From an optimization exercise on the open Yosys and OpenROAD flow, aimed at small area, a short achievable clock period and few clock cycles per item; shortcuts taken in it are not production practice. Only simulation tests tie the RTL to the original design; equivalence was not proved. Power is estimated from default activity; no workload was simulated.

==> flow/design.v, too long to show whole: its modules and the start of the top module <==
// module fpu32_fa: 4 lines
// module fpu32_ha: 4 lines
// module fpu32_hai: 4 lines
// module olx_fpu32: 3416 lines
module olx_fpu32 (
    input  wire        clk,
    input  wire        rst,
    input  wire        in_valid,
    output wire        in_ready,
    input  wire [3:0]  in_op,
    input  wire [31:0] in_a,
    input  wire [31:0] in_b,
    input  wire [31:0] in_c,
    output reg         out_valid,
    output reg  [31:0] out_result
);
  // ...
==> flow/flow/run.sh <==
#!/bin/bash
# Standard layout (the standard.sh, all steps), with the port buffers that
# ORFS inserts during placement made of buf_2 cells instead of the default.
set -e
export BUFFER_PORTS_ARGS="-buffer_cell sky130_fd_sc_hd__buf_2"
bash standard.sh > standard_flow.log 2>&1
==> flow/standard.sh <==
#!/bin/bash
# synth_recipe.tcl (not shown) runs the flow's synth.tcl, then flattens the netlist and writes it again
# the make line also repeats each setting of config.mk as NAME=value (left out here)
make -C /OpenROAD-flow-scripts/flow DESIGN_CONFIG=/design/flow/config.mk WORK_HOME=/design/flow/orfs CLKGATE_MAP_FILE= SYNTH_SCRIPT=/design/flow/synth_recipe.tcl "${@:-finish}"
==> flow/config.mk <==
export PLATFORM = sky130hd
export DESIGN_NAME = olx_fpu32
export DESIGN_NICKNAME = olx_fpu32
export VERILOG_FILES = /design/flow/design.v
export SDC_FILE = /design/flow/constraint.sdc
export NUM_CORES = 4
export LEC_CHECK = 0
export CAP_MARGIN = 20
export CORE_MARGIN = 2
export CORE_UTILIZATION = 65
export PLACE_DENSITY = 0.75
export SLEW_MARGIN = 20
export SYNTH_HIERARCHICAL = 1
==> flow/constraint.sdc <==
create_clock -name core_clock -period 32.0 [get_ports {clk}]
set_input_delay 6.4000 -clock core_clock [delete_from_list [all_inputs] [get_ports {clk}]]
set_output_delay 6.4000 -clock core_clock [all_outputs]
set_load 0.01 [all_outputs]
==> flow_metrics.py, run 1 <==
metrics = {
    "outcome": {
        "run_status": "no timing/DRC/antenna violations",
    },
    "layout": {
        "final_common_cell": "sky130_fd_sc_hd__nand2_1",
        "multi_input_gates": 3890,
        "final_layout_size_suffix_gt1_frac": 0.08448,
        "design.seq.count": 479,
        "number_of_nets_in_the_finished_design": 5826,
        "multi_input_combinational_cell_area_um2": 31900,
        "area_dominant_class": "multi-input gates",
        "biggestRegsByFlops": "crow1 x77, x2 x77, r0_1 x47",
    },
    "pwr": {
        "p_comb_w": 0.00432,
        "power.ir.vdd_worst_mv": 0.09444,
        "sw_frac_of_total": 0.5387,
    },
    "setup_path": {
        "endpoint_kind": "flop",
        "worstSetupPathType": "reg2reg",
        "cp_top_family": "compound AO/OA/AOI/OAI gates",
        "reg2reg_depth": 19,
        "crit_path_max_incr_delay_ps": 810,
        "timing.critical_path.cells": "inv_1, ha_1, fa_1, inv_1, fa_1, fa_1, a211oi_1, o21ai_0, a211oi_1, a31oi_1, o32a_1, buf_4, o21ai_2, mux2_2, a211oi_1, o22ai_1, nor2_1, o22ai_1, xnor2_1",
    },
    "drt": {
        "route.final.wire_length_um": 163300,
        "detailedRoute.firstIterationViolations": 6314,
        "vias": 40633,
        "met2_length_um": 67570,
    },
    "logic_synthesis": {
        "post_synth_fa_ha_maj_area_fraction": 0.3070,
        "yosys_register_bits": 479,
        "fraction_of_synthesis_flops_using_an_asynchronous_set_or_reset_pin": 0,
        "yosys_most_used_dff": "sky130_fd_sc_hd__dfxtp_1",
        "netlist.area_leader.share": 0.2540,
    },
    "sta": {
        "tightestPinTransition_ps": 1214,
        "hold_viol": 0,
        "layout_worst_path_cycle_share": 0.2412,
        "postLayoutSetupSlackWorst_ps": 24280,
    },
    "hold_path": {
        "hold_path_startpoint": "sres2",
    },
    "clock_tree": {
        "post-cts-setup-buffers": 0,
        "htreeDepth": 2,
        "cts.path.max_buffers": 3,
        "hold_buffers": 0,
    },
    "run": {
        "maxCapViolCount": 0,
    },
    "global_routing": {
        "global_route.overflow_total": 0,
        "grt_pass1_vias": 40111,
        "grt.met2_usage": 0.6611,
        "grt_use_met1": 0.6159,
        "grt_pass1_wl_um": 244400,
    },
    "floorplanning": {
        "core_region_area_um2": 67160,
        "initial_utilization": 0.6561,
    },
}
Testbench counts, summed over its fixed seeds: cycles 80,016, items 80,000.
==> run 2: changes to the inputs <==
--- a/flow/design.v
+++ b/flow/design.v
@@ -77,17 +77,16 @@
     reg  [23:0] cmask;
     integer j;
     always @* begin
         for (j = 0; j < 24; j = j + 1)
             cmask[j] = (sh >= 53 + j);
     end
     wire        c_st = |(mc & cmask);
     wire [76:0] c_al = {cw[100:25], c_st};
-    wire [77:0] crow_n = {1'b1, c_al ^ {77{~eff_sub}}};
     wire [77:0] t_r0, t_r1;
     wire [23:0] u_csa_ma = ma;
     wire [23:0] u_csa_mb = mb;
     wire [77:0] u_csa_r0;
     wire [77:0] u_csa_r1;
     wire u_csa_pp0_0 = ~(u_csa_ma[0] & u_csa_mb[0]);
     wire u_csa_pp0_1 = ~(u_csa_ma[1] & u_csa_mb[0]);
     wire u_csa_pp0_2 = ~(u_csa_ma[2] & u_csa_mb[0]);
@@ -2128,36 +2127,38 @@
             OP_FLE:  oth = {31'd0, fle};
             OP_FNEG: oth = {~a0[31], a0[30:0]};
             default: oth = {1'b0, a0[30:0]};
         endcase
     end
     wire        spec_sel1 = ~op_fma | fspec_sel;
     wire [31:0] spec_val1 = op_fma ? fspec : oth;
     reg        v1;
-    reg [77:0] r0_1, r1_1, crow1;    
+    reg [77:0] r0_1, r1_1;           
+    reg [76:0] cal1;                 
     reg        sp1, sub1;
     reg [8:0]  es1;
     reg        ssel1;
     reg [31:0] sval1;
     always @(posedge clk) begin
         v1    <= v0 & ~rst;
         r0_1  <= t_r0;
         r1_1  <= t_r1;
-        crow1 <= crow_n;
+        cal1  <= c_al;
         sp1   <= sp;
         sub1  <= eff_sub;
         es1   <= es;
         ssel1 <= spec_sel1;
         sval1 <= spec_val1;
     end
     wire [77:0] t_s, t_k;
+    wire [77:0] crow_n = {1'b1, cal1 ^ {77{~sub1}}};
     wire [77:0] u_c32_r0 = r0_1;
     wire [77:0] u_c32_r1 = r1_1;
-    wire [77:0] u_c32_crow = crow1;
+    wire [77:0] u_c32_crow = crow_n;
     wire [77:0] u_c32_s;
     wire [77:0] u_c32_k;
     wire u_c32_s100001, u_c32_c100002;
     fpu32_fa u_c32_us100001 (.a(u_c32_r0[4]), .b(u_c32_r1[4]), .c(u_c32_crow[4]), .s(u_c32_s100001), .co(u_c32_c100002));
     wire u_c32_s100003, u_c32_c100004;
     fpu32_fa u_c32_us100003 (.a(u_c32_r0[5]), .b(u_c32_r1[5]), .c(u_c32_crow[5]), .s(u_c32_s100003), .co(u_c32_c100004));
     wire u_c32_s100005, u_c32_c100006;
     fpu32_fa u_c32_us100005 (.a(u_c32_r0[6]), .b(u_c32_r1[6]), .c(u_c32_crow[6]), .s(u_c32_s100005), .co(u_c32_c100006));
==> run 2 against run 1 <==
Worst hold slack better by 2.1 ps. First-iteration DRC count increased by 2.7%. Synthesized cell count is 0.16% higher. Sequential power about the same. Sequential share of layout area decreased by 0.36 points. Highest routed layer unchanged.
==> flow_metrics.py, run 2 <==
metrics = {
    "layout": {
        "number_of_nets_in_the_finished_design": 5839,
        "final_common_cell": "sky130_fd_sc_hd__nand2_1",
        "mostFrequentLayoutCells": "808 x sky130_fd_sc_hd__nand2_1, 559 x sky130_fd_sc_hd__fa_1, 466 x sky130_fd_sc_hd__dfxtp_1",
        "area_growth_pct": 6.564,
        "layoutNonFillerInstCount": 5924,
        "finalCoreUtilization": 0.6987,
        "biggestRegsByFlops": "cal1 x77, x2 x77, r0_1 x47",
        "final_layout_size_suffix_gt1_frac": 0.09634,
    },
    "sta": {
        "final_setup_violation_count": 0,
        "max_clock_skew_ps": 50.61,
        "timing.setup.tns_ps": 0,
        "layout_worst_path_cycle_share": 0.2761,
        "slew_headroom": 0.1636,
        "tightestPinTransition_ps": 1239,
        "rsz0062_at_grt": "false",
        "achievable-frequency_ghz": 0.1132,
        "report.final.slew_viol_count": 0,
        "timing.final.crit_period_ps": 8836,
        "hold_viol": 0,
    },
    "drt": {
        "drtPass1Iterations": 9,
        "detailedRoute.firstIterationViolations": 6487,
        "vias_per_cell": 7.119,
        "drtAntennaViolNets": 0,
        "drt-wirelength-per-cell_um": 29.43,
        "detail_route.drc_violations": 0,
        "route.final.wire_length_um": 174400,
        "vias": 42175,
    },
    "setup_path": {
        "crit_path_max_incr_delay_ps": 670,
        "cp_top_family": "compound AO/OA/AOI/OAI gates",
        "critical_path_maximum_fanout": 138,
        "timing.critical_path.required_ps": 32580,
        "cp.arrival_ps": 9410,
        "reg2reg_depth": 26,
        "cp-start-kind": "flop",
        "worstSetupPathType": "reg2reg",
        "cp.buffers_inverters": 5,
        "endpoint_kind": "flop",
        "number_of_cells_on_the_critical_path": 26,
        "slowest_stage": "sky130_fd_sc_hd__dfxtp_4",
    },
    "global_routing": {
        "global_route.overflow_total": 0,
        "grt_max_degree": 139,
        "antenna_found_initial": 22,
        "grt_pass1_vias": 40744,
        "grt_total_usage": 0.4833,
        "grt_pass1_wl_um": 256100,
    },
    "clock_tree": {
        "htreeDepth": 2,
        "tritoncts_clock_tree": "yes",
        "num_clock_sinks": 479,
        "post-cts-setup-buffers": 0,
        "clock-root-buffer": "sky130_fd_sc_hd__clkbuf_16",
        "insertion_delay_to_the_later_sink_of_the_worst_skew_pair_ps": 660,
        "hold_buffers": 0,
        "cts_buffers": 53,
        "cts.reportedPaths.clkPinSlew_ps": 70,
        "cts.path.max_buffers": 3,
        "cts_resized": 0,
    },
    "logic_synthesis": {
        "netlist_area_um2": 44890,
        "synth_cell_type_count": 114,
        "synth.net_count": 5918,
        "synthesis.area_per_instance_um2": 8.854,
        "yosys_most_used_dff": "sky130_fd_sc_hd__dfxtp_1",
        "yosys.area.top_type": "sky130_fd_sc_hd__fa_1",
        "syn-instance-count": 5070,
        "fraction_of_synthesis_flops_using_an_asynchronous_set_or_reset_pin": 0,
        "netlist.area_leader.share": 0.2493,
        "synth_most_common_cell": "sky130_fd_sc_hd__nand2_1",
        "synth.area.top_cells": "sky130_fd_sc_hd__fa_1 25%, sky130_fd_sc_hd__dfxtp_1 21%, sky130_fd_sc_hd__nand2_1 6.8%",
        "synth_enable_flop_cells": 0,
        "yosys_warnings": 7,
        "yosys_register_bits": 479,
        "yosys-top-cells-count": "808 x sky130_fd_sc_hd__nand2_1, 559 x sky130_fd_sc_hd__fa_1, 479 x sky130_fd_sc_hd__dfxtp_1",
        "synth-seq-area-share": 0.2136,
    },
    "pwr": {
        "power-per-cell-area_nw_per_um2": 134.0,
        "power.static_leakage_nw": 19.06,
        "power.ir.vdd_worst_mv": 0.08896,
    },
    "floorplanning": {
        "total_number_of_placement_rows": 96,
        "core_region_area_um2": 68470,
        "initial_utilization": 0.6556,
        "ioPinCount": 137,
        "die-height_um": 266.8,
        "die-area_um2": 71180,
        "die-width_um": 266.8,
    },
    "placed_design": {
        "place_congestion": 1.074,
        "dp.cells": 5817,
        "port_buffers": 135,
        "detailed_place_hpwl_um": 128000,
    },
    "hold_path": {
        "hold_path_class": "reg2reg",
        "hold_depth": 0,
    },
    "outcome": {
        "run_status": "no timing/DRC/antenna violations",
    },
    "run": {
        "maxCapViolCount": 0,
    },
}
==> run 2: cell count changes after synthesis, moves of 19 or more <==
cell	before	now
sky130_fd_sc_hd__xor2_1	93	50
sky130_fd_sc_hd__mux2i_1	125	99
sky130_fd_sc_hd__and2_1	63	40
sky130_fd_sc_hd__o21ai_0	228	196
sky130_fd_sc_hd__xnor2_1	105	126
sky130_fd_sc_hd__a31oi_1	26	45
sky130_fd_sc_hd__nand2_1	873	808
sky130_fd_sc_hd__a21oi_1	262	211
sky130_fd_sc_hd__nor2_1	302	248
==> run 2: report_power, final <==
part | switching [W] | total, W | internal (W)
clock network | 0.000272 | 0.000642 | 0.000369
registers | 0.000293 | 0.00112 | 0.000823
logic | 0.00292 | 0.00465 | 0.00173
==> run 2: per-module statistics from Yosys (local to each module, per instance) <==
module,flops+latches,copies in the design,area [um2],cells inside
olx_fpu32,479,1,33660,4426
fpu32_hai,0,23,27.53,5
fpu32_fa,0,529,20.02,1
==> run 2: logic make-up (layout without fill, tap and decap cells) <==
family	Yosys count	in the layout	synth area share
compound gates	1121	1121	0.1770
xor+xnor	177	177	0.03470
fa+ha+maj	745	745	0.3011
buf+inv	712	676	0.06205
flops	479	479	0.2136
mux	160	160	0.03771
other cells	1	9	0.00008354
simple gates	1675	1675	0.1737
==> run 2: area by class of cell <==
type	count	area, um2
antenna	8	20.02
clock buffer	69	1508
clock inverter	29	327.8
fill	5228	20630
inverter	358	1344
multi-input combinational	3879	32600
sequential	479	9608
tap	882	1104
timing repair buffer	220	1324
==> run 2: per-stage QoR <==
stage,setup slack (ps),area [um2],power (W),hold WS [ps]
finish,23160,47830,0.006410,327.0
global route,22820,47810,0.006691,336.2
CTS,23510,47810,0.006153,326.2
detailed placement,23510,45970,0.005494,312.1
global placement,23800,45970,0.005433,312.2
floorplan,24240,44890,0.003953,309.6
==> run 2: metal layers <==
| metal | GRT usage | routed length, um | part of all wire |
|---|---|---|---|
| met2 | 0.7164 | 73930 | 0.42 |
| met3 | 0.1472 | 24920 | 0.14 |
| met4 | 0.2987 | 12970 | 0.074 |
| met1 | 0.6200 | 62450 | 0.36 |
| met5 | 0 | 99 | 0.00057 |
==> run 2: worst paths after layout <==
| kind | startpoint | endpoint | slack [ps] |
|---|---|---|---|
| worst min register to register | es1[6] | es2[6] | 330 |
| worst max register to register | sub1 | ssel2 | 23160 |
| worst max-delay path | sub1 | ssel2 | 23160 |
| worst min-delay path | es1[6] | es2[6] | 330 |
Testbench counts of run 2, summed over its fixed seeds: cycles 80,016, items 80,000.
==> run 3: changes to the inputs <==
--- a/flow/config.mk
+++ b/flow/config.mk
@@ -9,4 +9,4 @@
 export CORE_MARGIN = 2
-export CORE_UTILIZATION = 65
-export PLACE_DENSITY = 0.75
+export CORE_UTILIZATION = 70
+export PLACE_DENSITY = 0.8
 export SLEW_MARGIN = 20
==> run 3 against run 2 <==
Area after synthesis unchanged. Clock skew shrank 22 ps. Combinational power is essentially flat. Final area shrank 0.54%. Maximum frequency down 9.4%. Non-clock buffer count is 9 lower. Die area decreased by 7.0%. Core utilization up 5.4 points. Highest routed layer unchanged.
==> flow_metrics.py, run 3 <==
metrics = {
    "outcome": {
        "run_status": "no timing/DRC/antenna violations",
    },
    "drt": {
        "detailedRoute.firstIterationViolations": 7705,
        "vias_per_cell": 7.377,
        "vias": 43315,
        "drt-wirelength-per-cell_um": 29.49,
        "detail_route.drc_violations": 0,
        "drtPass1Iterations": 11,
        "drtAntennaViolNets": 0,
        "route.final.wire_length_um": 173200,
    },
    "pwr": {
        "p_seq_frac": 0.174,
        "power.ir.vdd_worst_mv": 0.1058,
        "netSwitchingPower_w": 0.003451,
        "p_clk_frac": 0.096,
        "combPwrFrac": 0.730,
        "sw_frac_of_total": 0.5451,
        "power-per-cell-area_nw_per_um2": 133.1,
        "internal_power_w": 0.002880,
        "power.total_w": 0.006331,
        "power.static_leakage_nw": 18.95,
    },
    "layout": {
        "finalCoreUtilization": 0.7528,
        "final_common_cell": "sky130_fd_sc_hd__nand2_1",
        "area_growth_pct": 5.985,
        "final_cell_area_excluding_filler_cells_um2": 47570,
        "number_of_nets_in_the_finished_design": 5827,
        "final_layout_size_suffix_gt1_frac": 0.09480,
        "biggestRegsByFlops": "cal1 x77, x2 x77, r0_1 x47",
        "mostFrequentLayoutCells": "808 x sky130_fd_sc_hd__nand2_1, 559 x sky130_fd_sc_hd__fa_1, 462 x sky130_fd_sc_hd__dfxtp_1",
    },
    "logic_synthesis": {
        "synthesis.area_per_instance_um2": 8.854,
        "syn-instance-count": 5070,
        "synth_enable_flop_cells": 0,
        "yosys_register_bits": 479,
        "yosys_most_used_dff": "sky130_fd_sc_hd__dfxtp_1",
        "netlist.area_leader.share": 0.2493,
        "yosys.area.top_type": "sky130_fd_sc_hd__fa_1",
        "synth_most_common_cell": "sky130_fd_sc_hd__nand2_1",
        "yosys-top-cells-count": "808 x sky130_fd_sc_hd__nand2_1, 559 x sky130_fd_sc_hd__fa_1, 479 x sky130_fd_sc_hd__dfxtp_1",
        "netlist_area_um2": 44890,
        "fraction_of_synthesis_flops_using_an_asynchronous_set_or_reset_pin": 0,
        "synth-seq-area-share": 0.2136,
        "synth.area.top_cells": "sky130_fd_sc_hd__fa_1 25%, sky130_fd_sc_hd__dfxtp_1 21%, sky130_fd_sc_hd__nand2_1 6.8%",
        "synth_cell_type_count": 114,
        "synth.net_count": 5918,
        "yosys_warnings": 7,
    },
    "clock_tree": {
        "insertion_delay_to_the_later_sink_of_the_worst_skew_pair_ps": 650,
        "hold_buffers": 0,
        "cts.reportedPaths.clkPinSlew_ps": 60,
        "post-cts-setup-buffers": 0,
        "cts.path.max_buffers": 3,
        "tritoncts_clock_tree": "yes",
        "cts_buffers": 50,
        "htreeDepth": 2,
        "cts_resized": 0,
        "num_clock_sinks": 479,
        "clock-root-buffer": "sky130_fd_sc_hd__clkbuf_16",
    },
    "sta": {
        "rsz0062_at_grt": "false",
        "slew_headroom": 0.1959,
        "timing.setup.tns_ps": 0,
        "final_setup_violation_count": 0,
        "report.final.slew_viol_count": 0,
        "tightestPinTransition_ps": 1200,
        "achievable-frequency_ghz": 0.1026,
        "hold_viol": 0,
        "max_clock_skew_ps": 28.81,
        "layout_worst_path_cycle_share": 0.3047,
        "worst_hold_slack_ps": 323.6,
        "timing.final.crit_period_ps": 9750,
    },
    "floorplanning": {
        "die-height_um": 257.2,
        "ioPinCount": 137,
        "die-area_um2": 66170,
        "initial_utilization": 0.7103,
        "die-width_um": 257.2,
        "total_number_of_placement_rows": 92,
        "core_region_area_um2": 63200,
    },
    "setup_path": {
        "worstSetupPathType": "reg2reg",
        "slowest_stage": "sky130_fd_sc_hd__dfxtp_4",
        "crit_path_max_incr_delay_ps": 970,
        "endpoint_kind": "flop",
        "critical_path_maximum_fanout": 70,
        "timing.critical_path.required_ps": 32540,
        "cp.arrival_ps": 10290,
        "cp-start-kind": "flop",
    },
    "global_routing": {
        "grt_max_degree": 71,
        "grt_pass1_vias": 43005,
        "global_route.overflow_total": 0,
        "grt_pass1_wl_um": 258800,
        "grt_total_usage": 0.5150,
        "antenna_found_initial": 11,
    },
    "placed_design": {
        "port_buffers": 135,
        "detailed_place_hpwl_um": 125000,
        "place_congestion": 1.117,
        "dpl_cell_area_um2": 45860,
    },
    "run": {
        "maxCapViolCount": 0,
    },
    "hold_path": {
        "hold_path_class": "reg2reg",
    },
}
## run 3: cell counts after synthesis
Identical to the previous run, type by type.
## run 3: kinds of logic after synthesis
logic type | count (synthesis) | share of synthesized area
fa+ha+maj | 745 | 0.3011
buf+inv | 712 | 0.06205
compound gates | 1121 | 0.1770
other cells | 1 | 0.00008354
flops | 479 | 0.2136
simple gates | 1675 | 0.1737
mux | 160 | 0.03771
xor+xnor | 177 | 0.03470
## run 3: power by group through the flow
stage / Combinational [W] / Clock (W) / Sequential, W
2_1_floorplan: 0.00300 / 0 / 0.000954
3_3_place_gp: 0.00423 / 0 / 0.00108
3_5_place_dp: 0.00434 / 0 / 0.00108
4_1_cts: 0.00437 / 0.000607 / 0.00107
5_1_grt: 0.00486 / 0.000631 / 0.00110
6_report: 0.00462 / 0.000610 / 0.00110
## run 3: routing by layer
layer | share of wire | global-route usage
met1 | 0.34 | 0.6496
met2 | 0.41 | 0.7484
met3 | 0.16 | 0.1820
met4 | 0.085 | 0.3390
met5 | 0.00022 | 0.004386
## run 3: per-stage QoR
stage | instances | setup slack [ps]
final | 5872 | 22250
after global routing | 5867 | 22100
after CTS | 5866 | 22850
after detailed placement | 5772 | 22870
after global placement | 5772 | 23310
after floorplan | 5070 | 24240
## run 3: worst paths after layout
kind / from / end / slack (ps) / depth (start not counted)
worst max register to register: sub1 / ssel2 / 22250 / 25
worst max-delay path: sub1 / ssel2 / 22250 / 25
worst min-delay path: es1[1] / es2[1] / 320 / 0
worst min register to register: es1[1] / es2[1] / 320 / 0
## run 3: worst max-delay path: cells and delay by family, from the launching register on
family | cells | cell delay (ps)
AO/OA/AOI/OAI | 3 | 1300
adder cells (fa/ha/maj) | 3 | 1550
XOR/XNOR | 2 | 320
multiplexers | 1 | 250
flip-flops | 1 | 970
AND/OR/NAND/NOR | 11 | 3450
buffers and inverters | 5 | 1720
## run 3: layout make-up
| cell class | count | area, um2 |
|---|---|---|
| timing repair buffer | 211 | 1246 |
| inverter | 358 | 1344 |
| multi-input combinational | 3879 | 32600 |
| fill | 4331 | 15620 |
| antenna | 5 | 12.51 |
| tap | 846 | 1059 |
| clock buffer | 64 | 1384 |
| sequential | 479 | 9613 |
| clock inverter | 30 | 312.8 |
## run 3: per-module statistics from Yosys (local to each module, per instance)
| module | copies in the design | flip-flops and latches | area (um2) | cells inside |
|---|---|---|---|---|
| fpu32_fa | 529 | 0 | 20.02 | 1 |
| fpu32_hai | 23 | 0 | 27.53 | 5 |
| olx_fpu32 | 1 | 479 | 33660 | 4426 |

what the ideal ports hide:
Ports are ideal in the flow. The routed layouts listed here were re-timed in OpenROAD. Step 1 (the two cells are an assumption about what drives the block):
set clk [get_ports {clk}]
set_driving_cell -lib_cell sky130_fd_sc_hd__clkbuf_16 $clk
set_driving_cell -lib_cell sky130_fd_sc_hd__buf_2 [delete_from_list [all_inputs] $clk]
Step 2 adds t to the input delays and takes it off the output delays; t is the mean of the earliest and latest rising clock arrival at the registers after step 1. Input paths then give back, and output paths get back, about the clock's delay inside the block. Slacks: no drivers / after step 1 / after step 2; pairs: no drivers / after step 1.
run | t (ns) | slack for setup (ns) | worst setup path after step 2 | clock arrival spread, ns | cell pins on the clock port's net
run 1 | 0.704 | 24.283 / 24.283 / 24.283 | register to register | 0.060 / 0.059 | 1
run 2 | 0.705 | 23.164 / 23.164 / 23.164 | register to register | 0.054 / 0.054 | 1
run 3 | 0.708 | 22.250 / 22.250 / 22.250 | register to register | 0.028 / 0.029 | 1
After both steps every run listed still meets setup and hold.
